This is an optimization exercise on Yosys and OpenROAD, whose aim is small area, a short achievable clock period and few clock cycles, not a production implementation.
Only simulation tests tie the RTL to the original design; equivalence was not proved.

==> run E <==
Design nlm_sorter, start of the top module:
module nlm_sorter (
    input  wire               clk,
    input  wire               rst,
    output wire               ready,
    input  wire               wr_en,
    input  wire [4:0]         wr_idx,
    input  wire [15:0]        wr_vcap,
    input  wire               wr_svc,
    input  wire               start,
    input  wire signed [23:0] v_arm,
    input  wire signed [15:0] i_p,
    input  wire [14:0]        i_dead,
    input  wire [15:0]        band,
    input  wire               full_bridge,
    output reg                done,
    output reg  [31:0]        mask,      
    output reg  [5:0]         n_out,
    output reg                neg,
    output reg                dir
);
    localparam N = 32;
    function [31:0] addp;
        input [31:0] a, b;
        input        cin;
        reg   [31:0] g, p, gg, pp, cy;
        integer d, i;
        begin
            g = a & b;
            p = a ^ b;
            gg = g; pp = p;
            for (d = 1; d < 32; d = d * 2)
                for (i = 31; i >= d; i = i - 1) begin
                    gg[i] = gg[i] | (pp[i] & gg[i-d]);
                    pp[i] = pp[i] & pp[i-d];
                end
            cy[0] = cin;
            for (i = 1; i < 32; i = i + 1)
                cy[i] = gg[i-1] | (pp[i-1] & cin);
            addp = p ^ cy;
        end
    endfunction
    reg         pend;            
    reg  [23:0] is_varm;
    reg  [15:0] is_ip;
    reg  [14:0] is_dead;
    reg  [15:0] is_band;
    reg         is_fb;
    reg         busy;            
    reg  [4:0]  cc;              
    localparam [4:0] C_ADD0 = 5'd1,  C_ADDL = 5'd9,    
                     C_INIT = 5'd9,                    
  ...
==> flow/config.mk <==
export PLATFORM = sky130hd
export DESIGN_NAME = nlm_sorter
export DESIGN_NICKNAME = nlm_sorter
export VERILOG_FILES = /design/flow/design.v
export SDC_FILE = /design/flow/constraint.sdc
export NUM_CORES = 4
export LEC_CHECK = 0
export CAP_MARGIN = 40
export CORE_MARGIN = 2
export CORE_UTILIZATION = 25
export PLACE_DENSITY = 0.35
export SLEW_MARGIN = 40
==> flow/constraint.sdc <==
create_clock -name core_clock -period 12.0 [get_ports {clk}]
set_input_delay 2.4000 -clock core_clock [delete_from_list [all_inputs] [get_ports {clk}]]
set_output_delay 2.4000 -clock core_clock [all_outputs]
set_load 0.01 [all_outputs]
run.sh (not shown) runs the stock make flow with config.mk's settings and CLKGATE_MAP_FILE= SYNTH_SCRIPT=/design/flow/synth_recipe.tcl, a recipe that flattens the netlist after the stock synthesis.
==> run Z (differences from run E) <==
--- a/flow/design.v
+++ b/flow/design.v
@@ -43,18 +43,18 @@
     reg  [23:0] is_varm;
     reg  [15:0] is_ip;
     reg  [14:0] is_dead;
     reg  [15:0] is_band;
     reg         is_fb;
     reg         busy;            
     reg  [4:0]  cc;              
-    localparam [4:0] C_ADD0 = 5'd1,  C_ADDL = 5'd9,    
-                     C_INIT = 5'd9,                    
-                     C_SRC0 = 5'd10, C_SRCL = 5'd26,   
-                     C_CNT  = 5'd27, C_END  = 5'd28;
+    localparam [4:0] C_ADD0 = 5'd1,  C_ADDL = 5'd8,    
+                     C_INIT = 5'd8,                    
+                     C_SRC0 = 5'd9,  C_SRCL = 5'd25,   
+                     C_CNT  = 5'd26, C_END  = 5'd27;
     reg         tact;            
     reg  [15:0] tv [0:32];
     reg  [32:0] tsvc;
     reg  [5:0]  hd;
     reg         wb_v;
     reg  [4:0]  wb_idx;
     reg  [15:0] wb_val;
@@ -138,74 +138,97 @@
     wire [31:0] x1s = o0 ^ o1 ^ o2;
     wire [31:0] x1c = {((o0 & o1) | (o0 & o2) | (o1 & o2)), 1'b0};
     wire [31:0] x2s = x1s ^ x1c ^ o3;
     wire [31:0] x2c = {((x1s & x1c) | (x1s & o3) | (x1c & o3)), 1'b0};
     wire [31:0] num32 = addp(x2s, x2c, 1'b0);
     wire [5:0] nsel = (r_zero || sreg == 21'd0 || mreg == 6'd0) ? 6'd0 :
                       (ovf || q > mreg) ? mreg : q;
-    reg  [17:0] rk [0:N-1];      
+    reg  [15:0] rk [0:N-1];      
     reg  [N-1:0] rsvc;
     reg  [N-1:0] cy;             
-    reg  [N-1:0] bl;             
-    reg  [N-1:0] eq;             
+    reg  [N-1:0] cy_n;
+    reg  [N-1:0] blp, ltvp, eqp, topp;
+    reg          gp;
+    wire [N-1:0] bl = gp ? blp : ltvp;
+    wire [N-1:0] eq = eqp & (gp ? ~topp : topp);
     reg  [15:0] bsh;             
     wire adding = busy && (cc >= C_ADD0) && (cc <= C_ADDL);
-    wire xm     = !chg && (cc != C_ADDL);    
+    wire xm     = !chg;                      
     reg  srch;                               
     wire last   = (cc == C_SRCL);
     reg  [N-1:0] rk_top, rk_nxt;
     integer c;
     always @(*) begin
         for (c = 0; c < N; c = c + 1) begin
-            rk_top[c] = rk[c][16];
+            rk_top[c] = cy[c];
             rk_nxt[c] = rk[c][15] | last;
         end
     end
+    always @(*) begin
+        for (c = 0; c < N; c = c + 1) begin : cyo
+            reg [1:0] ua, ub;
+            reg       c1;
+            ua = rk[c][1:0] ^ {2{xm}};
+            ub = mask[c] ? 2'b00 : bsh[1:0];
+            c1 = (ua[0] & ub[0]) | (ua[0] & cy[c]) | (ub[0] & cy[c]);
+            cy_n[c] = (ua[1] & ub[1]) | (ua[1] & c1) | (ub[1] & c1);
+        end
+    end
     reg  [N-1:0] ltv;
     wire [N-1:0] ltv_g0 = bl | (eq & ~rk_top & ~rk_nxt);
     wire [N-1:0] ltv_g1 = ltv | (eq & rk_top & ~rk_nxt);
     reg  [7:0] kreg;
     wire [7:0] s_cnt;
     nls_pop32k u_pop (.x(ltv), .k(kreg), .s(s_cnt));
     wire ge = s_cnt[7];
     reg  [5:0] scL;
     always @(posedge clk) begin
         for (c = 0; c < N; c = c + 1) begin
             if (go) begin
-                rk[c] <= {2'b00, tv[c+1]};
+                rk[c] <= tv[c+1];
                 cy[c] <= 1'b0;
             end else if (adding) begin : add2
                 reg [1:0] ua, ub;
                 reg       c1;
                 ua = rk[c][1:0] ^ {2{xm}};
                 ub = mask[c] ? 2'b00 : bsh[1:0];
                 c1 = (ua[0] & ub[0]) | (ua[0] & cy[c]) | (ub[0] & cy[c]);
-                rk[c] <= {ua[1] ^ ub[1] ^ c1, ua[0] ^ ub[0] ^ cy[c], rk[c][17:2]};
-                cy[c] <= (ua[1] & ub[1]) | (ua[1] & c1) | (ub[1] & c1);
+                rk[c] <= {ua[1] ^ ub[1] ^ c1, ua[0] ^ ub[0] ^ cy[c], rk[c][15:2]};
+                cy[c] <= cy_n[c];
             end else begin
-                rk[c] <= {rk[c][16:0], 1'b0};
+                rk[c] <= {rk[c][14:0], 1'b0};
+                cy[c] <= rk[c][15];
             end
         end
         if (go)
             rsvc <= tsvc[32:1];
         if (go)
             bsh <= is_band;
         else
             bsh <= {2'b00, bsh[15:2]};
         if (busy && cc == C_INIT) begin
-            bl   <= {N{1'b0}};
-            eq   <= rsvc;
-            ltv  <= rsvc & ~cy;       
+            blp  <= {N{1'b0}};
+            eqp  <= rsvc;
+            gp   <= 1'b1;
+            topp <= {N{1'b0}};
+            ltv  <= rsvc & ~cy_n;     
             srch <= 1'b1;
         end else if (srch) begin
-            if (!ge)
-                bl <= ltv;
-            eq   <= eq & (ge ? ~rk_top : rk_top);
+            blp  <= bl;
+            ltvp <= ltv;
+            eqp  <= eq;
+            topp <= rk_top;
+            gp   <= ge;
             ltv  <= ge ? ltv_g0 : ltv_g1;
             srch <= !last;
+        end else begin
+            blp  <= bl;
+            eqp  <= eq;
+            gp   <= 1'b1;
+            topp <= {N{1'b0}};
         end
         if (rst)
             srch <= 1'b0;
     end
     reg  [N-1:0] E;
     reg  [5:0]   rr;
     reg  [7:0] tsel;
@@ -261,18 +284,18 @@
                 if (cc == 5'd1) begin
                     t0 <= pp0[25:0];
                     t1 <= pp1[25:0];
                     t2 <= pp2[25:0];
                 end
                 if (cc == 5'd2) begin
                     rem <= num32[29:0];
-                    dd  <= {1'b0, sreg, 6'd0};
+                    dd  <= {2'b0, sreg, 5'd0};
                     q   <= 6'd0;
                 end
-                if (cc >= 5'd3 && cc <= 5'd8) begin
+                if (cc >= 5'd3 && cc <= 5'd7) begin
                     if (cc == 5'd3)
                         ovf <= !ovf_t[31];
                     if (!rem_t[31]) begin
                         rem <= rem_t[29:0];
                         q   <= {q[4:0], 1'b1};
                     end else begin
                         q   <= {q[4:0], 1'b0};
==> flow/config.mk (replaced) <==
export PLATFORM = sky130hd
export DESIGN_NAME = nlm_sorter
export DESIGN_NICKNAME = nlm_sorter
export VERILOG_FILES = /design/flow/design.v
export SDC_FILE = /design/flow/constraint.sdc
export NUM_CORES = 4
export LEC_CHECK = 0
export CAP_MARGIN = 20
export CORE_MARGIN = 2
export CORE_UTILIZATION = 50
export PLACE_DENSITY = 0.65
export SLEW_MARGIN = 20
==> flow_summary.toml <==
[run_status]
outcome = "no timing/DRC/antenna violations"

[layout]
n_clock_buffer = 263
multi_input_area_mm2 = 0.0306
n_all_buffers = 186

[power_and_ir_drop]
p_leak_uw = 0.0331
finalPower_uw = 14700

[synthesis]
syn_inst = 7279

[grt]
grt_pass1_vias = 49200

[drt]
vias = 51100
# the run above: run Z

==> flow_summary.toml <==
[layout]
n_all_buffers = 212
n_clock_buffer = 303
multi_input_area_mm2 = 0.0305

[synthesis]
yosys.area_share.simple = 0.163
async_flop_share = 0
ys_warn_count = 3

[clock_network]
insertion_delay_ns = 0.90
numCtsBuffers = 202

[drt]
vias = 50300

[run_status]
outcome = "no timing/DRC/antenna violations"

[power_and_ir_drop]
p_leak_uw = 0.0340
top_power_group = "sequential cells"
finalPower_uw = 15300

[grt]
grt_pass1_vias = 51300
# the run above: run E

Testbench counts of run E, summed over its fixed seeds: cycles 12,936.
Testbench counts of run Z, summed over its fixed seeds: cycles 12,928.

==> what the ideal ports hide <==
In the flow no input, the clock included, has a driving cell. The finished layouts below were timed again as built, in two steps. Step 1 assumes that a clkbuf_16 drives the clock port and a buf_2 every other input. Step 2 also shifts input and output timing later by t, the mid clock arrival at the registers, as if the neighbouring blocks saw the same clock. Three values: ideal ports, drivers, drivers and shift; two values: the first two.
run	shift t [ns]	setup WS [ns]	hold slack, ns	worst setup path after step 2	worst register clock-pin slew, ns
run E	0.953	5.954 / 5.954 / 5.954	0.332 / 0.332 / 0.332	register to register	0.07 / 0.07
run Z	0.875	6.665 / 6.665 / 6.665	0.345 / 0.345 / 0.345	register to register	0.07 / 0.07
After both steps setup and hold are still met in every run listed.
